Background: an optimization exercise with open tools, aiming at small area. Do not read the settings as production practice. Only simulation tests tie the RTL to the original design; equivalence was not proved. Power and IR drop assume default switching activity.

===== design.v =====
module gate_rules (
    input  wire        clk,
    input  wire        rst,           
    input  wire        cfg_we,
    input  wire [5:0]  cfg_waddr,     
    input  wire [63:0] cfg_wdata,
    input  wire [5:0]  cfg_raddr,     
    output wire [63:0] cfg_rdata,
    input  wire        chk_valid,
    input  wire [15:0] chk_master,
    input  wire        chk_space,
    input  wire [5:0]  chk_vi,
    input  wire [39:0] chk_page,
    input  wire [2:0]  chk_need,      
    output wire        res_valid,
    output wire        res_allow,
    output wire        res_record,
    output wire [15:0] res_rule
);
    localparam NR = 16;
    localparam [39:0] POS   = 40'b01010101010101010100_01010101010101010100;
    localparam [39:0] BPOL  = ~POS;    
    localparam [39:0] LPOL  = POS;     
    reg  [NR*45-1:0] w0_q;
    reg  [NR*40-1:0] bs_q;           
    reg  [NR*40-1:0] ls_q;           
    reg  [NR*16-1:0] hc_q;           
    reg  [NR*2-1:0]  pc_q;           
    reg              pv_q;
    reg              pclr_v_q;       
    reg  [3:0]       pclr_r_q;
    reg  [47:0]      rd_q;
    wire [NR*45-1:0] w0_d;
    wire [NR*40-1:0] bs_d, ls_d;
    wire [NR*16-1:0] hc_d;
    wire [NR*2-1:0]  pc_d;
    wire [47:0]      rd_d;
    wire [3:0] w_rule = cfg_waddr[5:2];
    wire [1:0] w_word = cfg_waddr[1:0];
    wire [44:0] wd0  = {cfg_wdata[47:32], cfg_wdata[31:16], cfg_wdata[13:8], cfg_wdata[6:0]};
    wire [44:0] bus0 = rst ? 45'd0 : wd0;
    wire [39:0] bus1 = (rst ? 40'd0 : cfg_wdata[39:0]) ^ BPOL;
    wire [39:0] bus2 = (rst ? 40'd0 : cfg_wdata[39:0]) ^ LPOL;
    wire [NR-1:0] wsel;              
    wire [NR-1:0] en0, en1, en2;
    genvar r, k;
    generate
        for (r = 0; r < NR; r = r + 1) begin : g_wdec
            assign wsel[r] = (w_rule == r);
            assign en0[r]  = rst | (cfg_we & wsel[r] & (w_word == 2'd0));
            assign en1[r]  = rst | (cfg_we & wsel[r] & (w_word == 2'd1));
            assign en2[r]  = rst | (cfg_we & wsel[r] & (w_word == 2'd2));
        end
    endgenerate
    generate
        for (r = 0; r < NR; r = r + 1) begin : g_st
            wire n0 = ~en0[r];
            wire n1 = ~en1[r];
            wire n2 = ~en2[r];
            for (k = 0; k < 45; k = k + 1) begin : g_w0
                gr_hold u (.en(en0[r]), .d(bus0[k]), .hn(n0), .q(w0_q[r*45+k]), .y(w0_d[r*45+k]));
            end
            for (k = 0; k < 40; k = k + 1) begin : g_bl
                gr_hold ub (.en(en1[r]), .d(bus1[k]), .hn(n1), .q(bs_q[r*40+k]), .y(bs_d[r*40+k]));
                gr_hold ul (.en(en2[r]), .d(bus2[k]), .hn(n2), .q(ls_q[r*40+k]), .y(ls_d[r*40+k]));
            end
        end
    endgenerate
    wire [44:0] o0n;                 
    wire [39:0] o1n, o2n;            
    generate
        for (k = 0; k < 45; k = k + 1) begin : g_ow0
            wire [NR-1:0] d;
            for (r = 0; r < NR; r = r + 1) begin : g_r
                assign d[r] = w0_q[r*45+k];
            end
            gr_sel16 u (.d(d), .s(wsel), .yn(o0n[k]));
        end
        for (k = 0; k < 40; k = k + 1) begin : g_owb
            wire [NR-1:0] db, dl;
            for (r = 0; r < NR; r = r + 1) begin : g_r
                assign db[r] = bs_q[r*40+k];
                assign dl[r] = ls_q[r*40+k];
            end
            gr_sel16 ub (.d(db), .s(wsel), .yn(o1n[k]));
            gr_sel16 ul (.d(dl), .s(wsel), .yn(o2n[k]));
        end
    endgenerate
    wire diff0 = ~&(o0n ^ wd0);
    wire diff1 = ~&(o1n ^ cfg_wdata[39:0] ^ BPOL);
    wire diff2 = ~&(o2n ^ cfg_wdata[39:0] ^ LPOL);
    wire chg   = (w_word == 2'd0) ? diff0 : (w_word == 2'd1) ? diff1 :
                 (w_word == 2'd2) ? diff2 : 1'b0;
    wire clr_ev = cfg_we & chg;
    wire cv = chk_valid & ~rst;
    wire [39:0] pb = chk_page ^ POS;       
    wire [39:0] pl = chk_page ^ ~POS;      
    generate
        for (r = 0; r < NR; r = r + 1) begin : g_chk
            wire ge, le, a, b;
            gr_cmp40 ub (.a(pb), .s(bs_q[r*40 +: 40]), .ge(ge));
            gr_cmp40 ul (.a(pl), .s(ls_q[r*40 +: 40]), .ge(le));
            gr_match um (.w0(w0_q[r*45 +: 45]), .cv(cv), .cspace(chk_space), .cvi(chk_vi),
                         .cm(chk_master), .need(chk_need), .a(a), .b(b));
            gr_fin uf (.ge(ge), .le(le), .a(a), .b(b), .c1(pc_d[2*r+1]), .c0(pc_d[2*r]));
        end
    endgenerate
    wire [NR-1:0] pm, pa, pq, win;
    wire [NR:0]   seen;
    assign seen[0] = 1'b0;
    generate
        for (r = 0; r < NR; r = r + 1) begin : g_pri
            assign pm[r]     = pc_q[2*r] | pc_q[2*r+1];
            assign pa[r]     = pc_q[2*r] & ~pc_q[2*r+1];
            assign pq[r]     = ~pc_q[2*r] & pc_q[2*r+1];
            assign win[r]    = pm[r] & ~seen[r];
            assign seen[r+1] = seen[r] | pm[r];
        end
    endgenerate
    wire       hit = seen[NR];
    wire [3:0] idx = {|(win & 16'hFF00), |(win & 16'hF0F0), |(win & 16'hCCCC), |(win & 16'hAAAA)};
    wire       sel_allow = |(win & pa);
    wire       sel_quiet = |(win & pq);
    assign res_valid  = pv_q;
    assign res_allow  = sel_allow;
    assign res_record = ~sel_allow & ~sel_quiet;
    assign res_rule   = hit ? {12'd0, idx} : 16'hFFFF;
    wire [15:0] hwn;
    generate
        for (k = 0; k < 16; k = k + 1) begin : g_hw
            wire [NR-1:0] d;
            for (r = 0; r < NR; r = r + 1) begin : g_r
                assign d[r] = hc_q[r*16+k];
            end
            gr_sel16 u (.d(d), .s(win), .yn(hwn[k]));
        end
    endgenerate
    wire [15:0] hw     = ~hwn;
    wire [15:0] incbus = hw + 16'd1;
    wire        inc_any = hit & ~&hw & ~(pclr_v_q & (pclr_r_q == idx));
    generate
        for (r = 0; r < NR; r = r + 1) begin : g_hc
            wire clr  = rst | (clr_ev & wsel[r] & (w_word != 2'd3));
            wire inc  = win[r] & inc_any & ~clr;
            wire hold = ~inc & ~clr;
            for (k = 0; k < 16; k = k + 1) begin : g_b
                gr_hold u (.en(inc), .d(incbus[k]), .hn(hold), .q(hc_q[r*16+k]), .y(hc_d[r*16+k]));
            end
        end
    endgenerate
    wire [3:0] rd_rule = cfg_raddr[5:2];
    wire [1:0] rd_word = cfg_raddr[1:0];
    wire [NR-1:0] rsel;
    generate
        for (r = 0; r < NR; r = r + 1) begin : g_rdec
            assign rsel[r] = (rd_rule == r);
        end
    endgenerate
    wire rw0 = ~rst & (rd_word == 2'd0);
    wire rw1 = ~rst & (rd_word == 2'd1);
    wire rw2 = ~rst & (rd_word == 2'd2);
    wire rw3 = ~rst & (rd_word == 2'd3);
    wire [44:0] r0n;
    wire [39:0] r1n, r2n;
    wire [15:0] r3n;
    generate
        for (k = 0; k < 45; k = k + 1) begin : g_rw0
            wire [NR-1:0] d;
            for (r = 0; r < NR; r = r + 1) begin : g_r
                assign d[r] = w0_q[r*45+k];
            end
            gr_sel16 u (.d(d), .s(rsel), .yn(r0n[k]));
        end
        for (k = 0; k < 40; k = k + 1) begin : g_rwb
            wire [NR-1:0] db, dl;
            for (r = 0; r < NR; r = r + 1) begin : g_r
                assign db[r] = bs_q[r*40+k];
                assign dl[r] = ls_q[r*40+k];
            end
            gr_sel16 ub (.d(db), .s(rsel), .yn(r1n[k]));
            gr_sel16 ul (.d(dl), .s(rsel), .yn(r2n[k]));
        end
        for (k = 0; k < 16; k = k + 1) begin : g_rwh
            wire [NR-1:0] d;
            for (r = 0; r < NR; r = r + 1) begin : g_r
                assign d[r] = hc_q[r*16+k];
            end
            gr_sel16 u (.d(d), .s(rsel), .yn(r3n[k]));
        end
    endgenerate
    wire [15:0] rh   = ~r3n;
    wire        pend = inc_any & (idx == rd_rule);
    wire [15:0] rhc  = rh + {15'd0, pend};
    wire [44:0] rv0  = ~r0n;
    wire [47:0] rv0w = {rv0[44:29], rv0[28:13], 2'b00, rv0[12:7], 1'b0, rv0[6:0]};
    wire [39:0] rv1  = ~r1n ^ BPOL;
    wire [39:0] rv2  = ~r2n ^ LPOL;
    assign rd_d = ({48{rw0}} & rv0w) | ({48{rw1}} & {8'd0, rv1}) |
                  ({48{rw2}} & {8'd0, rv2}) | ({48{rw3}} & {32'd0, rhc});
    assign cfg_rdata = {16'd0, rd_q};
    always @(posedge clk) begin
        w0_q     <= w0_d;
        bs_q     <= bs_d;
        ls_q     <= ls_d;
        hc_q     <= hc_d;
        pc_q     <= pc_d;
        pv_q     <= cv;
        pclr_v_q <= clr_ev & (w_word != 2'd3);
        pclr_r_q <= w_rule;
        rd_q     <= rd_d;
    end
endmodule
module gr_hold (input wire en, input wire d, input wire hn, input wire q, output wire y);
    assign y = (en & d) | (hn & q);
endmodule
module gr_nand2 (input wire a, input wire b, output wire y);
    assign y = ~(a & b);
endmodule
module gr_nand3 (input wire a, input wire b, input wire c, output wire y);
    assign y = ~(a & b & c);
endmodule
module gr_nor2 (input wire a, input wire b, output wire y);
    assign y = ~(a | b);
endmodule
module gr_o21ai (input wire a1, input wire a2, input wire b1, output wire y);
    assign y = ~((a1 | a2) & b1);
endmodule
module gr_a222oi (input wire a1, input wire a2, input wire b1, input wire b2,
                  input wire c1, input wire c2, output wire y);
    assign y = ~((a1 & a2) | (b1 & b2) | (c1 & c2));
endmodule
module gr_sel16 (input wire [15:0] d, input wire [15:0] s, output wire yn);
    wire [5:0] t;
    gr_a222oi u0 (.a1(d[0]),  .a2(s[0]),  .b1(d[1]),  .b2(s[1]),  .c1(d[2]),  .c2(s[2]),  .y(t[0]));
    gr_a222oi u1 (.a1(d[3]),  .a2(s[3]),  .b1(d[4]),  .b2(s[4]),  .c1(d[5]),  .c2(s[5]),  .y(t[1]));
    gr_a222oi u2 (.a1(d[6]),  .a2(s[6]),  .b1(d[7]),  .b2(s[7]),  .c1(d[8]),  .c2(s[8]),  .y(t[2]));
    gr_a222oi u3 (.a1(d[9]),  .a2(s[9]),  .b1(d[10]), .b2(s[10]), .c1(d[11]), .c2(s[11]), .y(t[3]));
    gr_a222oi u4 (.a1(d[12]), .a2(s[12]), .b1(d[13]), .b2(s[13]), .c1(d[14]), .c2(s[14]), .y(t[4]));
    gr_nand2  u5 (.a(d[15]), .b(s[15]), .y(t[5]));
    wire o1, o2;
    gr_nand3 u6 (.a(t[0]), .b(t[1]), .c(t[2]), .y(o1));
    gr_nand3 u7 (.a(t[3]), .b(t[4]), .c(t[5]), .y(o2));
    gr_nor2  u8 (.a(o1), .b(o2), .y(yn));
endmodule
module gr_cmp40 (input wire [39:0] a, input wire [39:0] s, output wire ge);
    localparam [39:0] POS = 40'b01010101010101010100_01010101010101010100;
    wire [39:0] nr, nd;
    wire [40:0] c;                   
    genvar k;
    generate
        for (k = 0; k < 40; k = k + 1) begin : g_b
            gr_nor2  u_nr (.a(a[k]), .b(s[k]), .y(nr[k]));
            gr_nand2 u_nd (.a(a[k]), .b(s[k]), .y(nd[k]));
        end
        for (k = 0; k < 40; k = k + 20) begin : g_blk
            if (k == 0) begin : g_b0
                assign c[k+1] = nr[k];
            end else begin : g_b1
                assign c[k+1] = nd[k];
            end
            gr_o21ai u1 (.a1(nr[k+1]), .a2(c[k+1]), .b1(nd[k+1]), .y(c[k+2]));
        end
        for (k = 2; k < 40; k = k + 2) begin : g_pair
            if (k % 20 != 0) begin : g_p
                gr_cpair u (.c(c[k]), .nda(nd[k]), .nra(nr[k]), .ndb(nd[k+1]), .nrb(nr[k+1]), .co(c[k+2]));
            end
        end
    endgenerate
    wire p1 = &(nd[39:20] | ~POS[39:20]) & ~|(nr[39:20] & ~POS[39:20]);
    assign ge = c[40] | (p1 & c[20]);
endmodule
module gr_cpair (input wire c, input wire nda, input wire nra, input wire ndb, input wire nrb,
                 output wire co);
    wire t = ~((nda & c) | nra);
    assign co = ~((nrb | t) & ndb);
endmodule
module gr_match (input wire [44:0] w0, input wire cv, input wire cspace, input wire [5:0] cvi,
                 input wire [15:0] cm, input wire [2:0] need, output wire a, output wire b);
    wire        valid = w0[0];
    wire [1:0]  act   = w0[2:1];
    wire        space = w0[3];
    wire [2:0]  perms = w0[6:4];
    wire [5:0]  vi    = w0[12:7];
    wire [15:0] mval  = w0[28:13];
    wire [15:0] mmask = w0[44:29];
    wire sm = cv & valid & (space == cspace) & (~cspace | (vi == cvi))
              & (((cm ^ mval) & mmask) == 16'd0);
    wire allow = (act == 2'd1) & ((need & ~perms) == 3'd0);
    wire quiet = (act == 2'd2);
    assign a = sm & ~allow;
    assign b = sm & ~quiet;
endmodule
module gr_fin (input wire ge, input wire le, input wire a, input wire b,
               output wire c1, output wire c0);
    assign c1 = a & ge & le;
    assign c0 = b & ge & le;
endmodule

===== run.sh =====
#!/bin/bash
# synth_recipe.tcl (not shown) runs the flow's synth.tcl, then flattens the netlist and writes it again
# the make line also repeats each setting of config.mk as NAME=value (left out here)
make -C /OpenROAD-flow-scripts/flow DESIGN_CONFIG=/design/flow/config.mk WORK_HOME=/design/flow/orfs CLKGATE_MAP_FILE= SYNTH_SCRIPT=/design/flow/synth_recipe.tcl finish

===== config.mk =====
export PLATFORM = sky130hd
export DESIGN_NAME = gate_rules
export DESIGN_NICKNAME = gate_rules
export VERILOG_FILES = /design/flow/design.v
export SDC_FILE = /design/flow/constraint.sdc
export NUM_CORES = 4
export LEC_CHECK = 0
export CAP_MARGIN = 20
export CORE_MARGIN = 2
export CORE_UTILIZATION = 40
export CTS_BUF_LIST = sky130_fd_sc_hd__clkbuf_16
export CTS_CLUSTER_DIAMETER = 70
export CTS_CLUSTER_SIZE = 25
export SLEW_MARGIN = 20
export SYNTH_HIERARCHICAL = 1
export SYNTH_MINIMUM_KEEP_SIZE = 0

===== constraint.sdc =====
create_clock -name core_clock -period 7.0 [get_ports {clk}]
set_input_delay 1.4000 -clock core_clock [delete_from_list [all_inputs] [get_ports {clk}]]
set_output_delay 1.4000 -clock core_clock [all_outputs]
set_load 0.01 [all_outputs]

==> run summary <==
[kinds of logic (layout without fill, tap and decap cells)]
kind of cell / after synthesis / count (layout)
buffers and inverters: 298 / 1211
flip-flops: 2342 / 2342
AO/OA/AOI/OAI: 5337 / 5337
adder cells (fa/ha/maj): 3 / 3
XOR/XNOR: 521 / 521
multiplexers: 4 / 4
other: 1 / 41
AND/OR/NAND/NOR: 4428 / 4428
[area by class of cell]
| type | instances | share of cell area, % |
|---|---|---|
| Antenna cell | 25 | 0.0468 |
| Multi-Input combinational cell | 10300 | 51.0 |
| Clock inverter | 132 | 1.36 |
| Timing Repair Buffer | 695 | 5.24 |
| Sequential cell | 2342 | 35.0 |
| Inverter | 213 | 0.606 |
| Tap cell | 3781 | 3.54 |
| Clock buffer | 171 | 3.20 |
[Yosys stat by module (local to each module, per instance), excerpt]
module	cell area [um2]	flops+latches	times used	cells inside
gr_match	345	0	16	46
gr_cmp40	70.1	0	32	9
gr_fin	12.5	0	16	2
gr_a222oi	10.0	0	1410	1
gr_cpair	10.0	0	576	2
gr_hold	8.76	0	2256	1
gr_o21ai	5.00	0	64	1
gr_nand2	3.75	0	1530	1
[metrics by stage]
step / util [%] / std cells / TNS (ns) / total power [mW] / hold slack (ns)
2_1_floorplan: - / 12900 / -0.322 / 19.1 / 0.461
3_3_place_gp: 44.3 / 17300 / 0 / 22.1 / 0.476
3_5_place_dp: 44.3 / 17300 / 0 / 22.2 / 0.478
4_1_cts: 46.4 / 17600 / 0 / 33.2 / 0.505
5_1_grt: 46.5 / 17700 / 0 / 34.5 / 0.521
6_report: 46.5 / 17700 / 0 / 33.6 / 0.503
[report_power, final]
group	internal [mW]	total, mW	switching, mW
clock	5.15	11.3	6.18
combinational	2.23	6.56	4.33
sequential	14.4	15.7	1.36
[worst paths after layout]
path	to	slack (ns)
worst max-delay path	rd_q[7]$_DFF_P_	0.64
worst min-delay path	hc_q[248]$_DFF_P_	0.50
worst max register to register	rd_q[7]$_DFF_P_	0.64
worst min register to register	hc_q[248]$_DFF_P_	0.50
[layer usage]
layer	global-route usage [%]	vias up
li1	-	54100
met1	50.7	60500
met2	53.9	8906
met3	12.2	1403
met4	24.3	30
met5	0.247	-
[flip-flops by register name (all words and copies together), names as in the netlist]
name / count
rd_q: 48
pc_q: 32
pclr_v_q: 1
pv_q: 1
hc_q: 256
bs_q: 640
w0_q: 720
pclr_r_q: 4
ls_q: 640
[cells in the final DEF (no fill, tap or decap), types with 38 or more instances in the layout]
| cell | count |
|---|---|
| dfxtp_1 | 2342 |
| a22o_1 | 2257 |
| nor2_1 | 1675 |
| nand2_1 | 1636 |
| a222oi_1 | 1426 |
| o21ai_1 | 673 |
| a21oi_1 | 626 |
| nand3_1 | 589 |
| xor2_1 | 397 |
| buf_4 | 395 |
| clkdlybuf4s50_1 | 193 |
| clkbuf_16 | 171 |
| inv_1 | 159 |
| xnor2_1 | 117 |
| a22oi_1 | 99 |
| buf_12 | 98 |
| nand4_1 | 86 |
| nor4_1 | 57 |
| nand2b_1 | 54 |
| a21o_2 | 48 |
| inv_2 | 43 |
| or4_1 | 40 |
| clkinv_8 | 38 |
==> run summary <==
CP Cell Sequence=nor4_4 -> nand4_4 -> nor3_2 -> a222oi_1 -> nand3_1 -> nor2_1 -> nor3_1 -> nand2_1 -> or3_1 -> nor3b_1 -> a22o_1 -> nor3_1 -> ha_1 -> nor4b_4 -> nand2_1 -> nor2_1 -> xor2_1 -> buf_4 -> mux2i_1 -> a22oi_1 -> nor2_1; Die X=541 um; start of the worst register-to-register path=pc_q[1]$_DFF_P_; LEAKAGE=between 50 and 60 nW; count leader, synth=dfxtp_1; simple-gate share of the synthesized area=about 17%; critical path type=reg2reg; slew margin rel.=11.7%; CP dominant cell by count=nor2_1; wire length per cell=33.7 um; IO Pins=229; hold_buf cts=0; r2r worst-path depth=21; vias in the first global route=111000; total CTS buffers=167; area delta synth->final=15.9%; hpwl dp=424000 um; Final Hold Fails=0; Syn Inst Count=between 10000 and 15000; top post-synthesis cells by area=dfxtp_1 (41%), a22o_1 (17%), a222oi_1 (12%), nor2_1 (5.5%), nand2_1 (5.3%); CP bufs+invs=1; site row count=197; clock root cell=clkbuf_16; DR top layer=met5; multi-input logic area=68200 um2; CP max stage cell=nor3_2; clock period minus worst slack=6.36 ns; cell depth of the worst setup path=21; Mean Syn Cell Area=8.92 um2; first-pass GRT wire length=831000 um; Slew Viols, Final=0; number of detailed-route iterations in the first pass=17; CP Data Required Time=just under 8 ns; post-synthesis mux area share=less than 1%; WL final=between 500000 and 600000 um; Post-Synth Adder-Cell Area=less than 1%; most instantiated cells after synthesis=dfxtp_1 (2342), a22o_1 (2257), nor2_1 (1698); H-tree levels=4; final worst-path cycle share=about nine tenths; residual DRC count=0; WL met3=83300 um; largest family of logic cells by synthesized area=compound AO/OA/AOI/OAI gates; Worst Hold Class=reg2reg; sequential-to-total area share from yosys stat=40.6%; register area=46900 um2; Via Count=125000; CP Launch Type=register; Post-synth EDFFs=0; M1 wire length=229000 um; Initial Util=40.1%; Critical path origin=pc_q[1]$_DFF_P_; Post-synth top flop=dfxtp_1; design area=134000 um2; Nets=13900; synthesized area=115000 um2; Clock Tree Buf Depth=4; outcome=complete, no violations; synth unique cells=75; dpl ws=~0.13 ns; Initial DRC Count=about 28000; largest stage delay on the critical path=about 1.1 ns; CP Capture Type=register; Clock Latency Late Sink=~0.94 ns; Synth warnings=7; maximum vdd ir drop=slightly below 0.0002 V; Via density=7.08; port buffer count=196; Top delay family on crit path=simple AND/OR/NAND/NOR gates; clock slew at reported path FFs=around 0.10 ns; RSZ-0062 raised after global routing=no; Die ar.=293000 um2; CTS sink cnt=2342; Worst Path Arrival=7.22 ns; Core ar.=288000 um2; FMAX=157 MHz; Worst-Margin Slew=1.32 ns; grt total ovfl=0; top cell type by total area after synthesis=dfxtp_1; post-synth top area share=40.6%; initial antenna violation count=a little over 40; post-CTS setup buffer count=0; number of gates resized after cts=0; endpoints failing setup=0; TritonCTS clock tree=done; Layout fillers=27900; share of layout cells above drive strength 1=7.73%; largest net degree at the start of global routing=between 80 and 90; gp weighted congestion=~1.0; complex-gate fraction of the synthesized area=between 30% and 40%; Clock Skews=0.0865 ns; Final WS setup=between 0.6 and 0.7 ns; Die H=roughly 540 um; Synth Register Bits=2342; total track usage=38.5%; crit-path max FO=17; Antenna Violating Nets Remaining=0; worst hold stages=1; MaxCap Viol Count=0; dpl cell area=roughly 130000 um2; Power Dens Cells=roughly 250 nW/um2; asr flop ratio synth=0%; HP Start=hc_q[248]$_DFF_P_; Post-Synth XOR/XNOR Area=3.96%; met2 wire length=238000 um

[static timing again, ports no longer ideal]
How much do the figures lean on ideal ports? The routed layout below was timed once more, with nothing changed but the port constraints. Step 1 sets driving cells, clkbuf_16 on the clock port and buf_2 on the other inputs (assumed; they add their load-dependent delay and slew). Step 2 also shifts input and output timing later by t, the mid clock arrival at the registers, as if the neighbouring blocks saw the same clock. Three values: ideal, step 1, step 2; two values: the first two.
shift t [ns]: 1.006
setup WS [ns]: 0.643 / 0.643 / -0.335
hold slack, ns: 0.503 / 0.503 / 0.503
latest minus earliest clock arrival (ns): 0.086 / 0.086
slew at the worst register clock pin (ns): 0.11 / 0.11
Met with ideal ports but missed after step 2: setup timing in this run. The setup slack of this run moves by 0.000 ns with the drivers and by -0.978 ns with both steps.
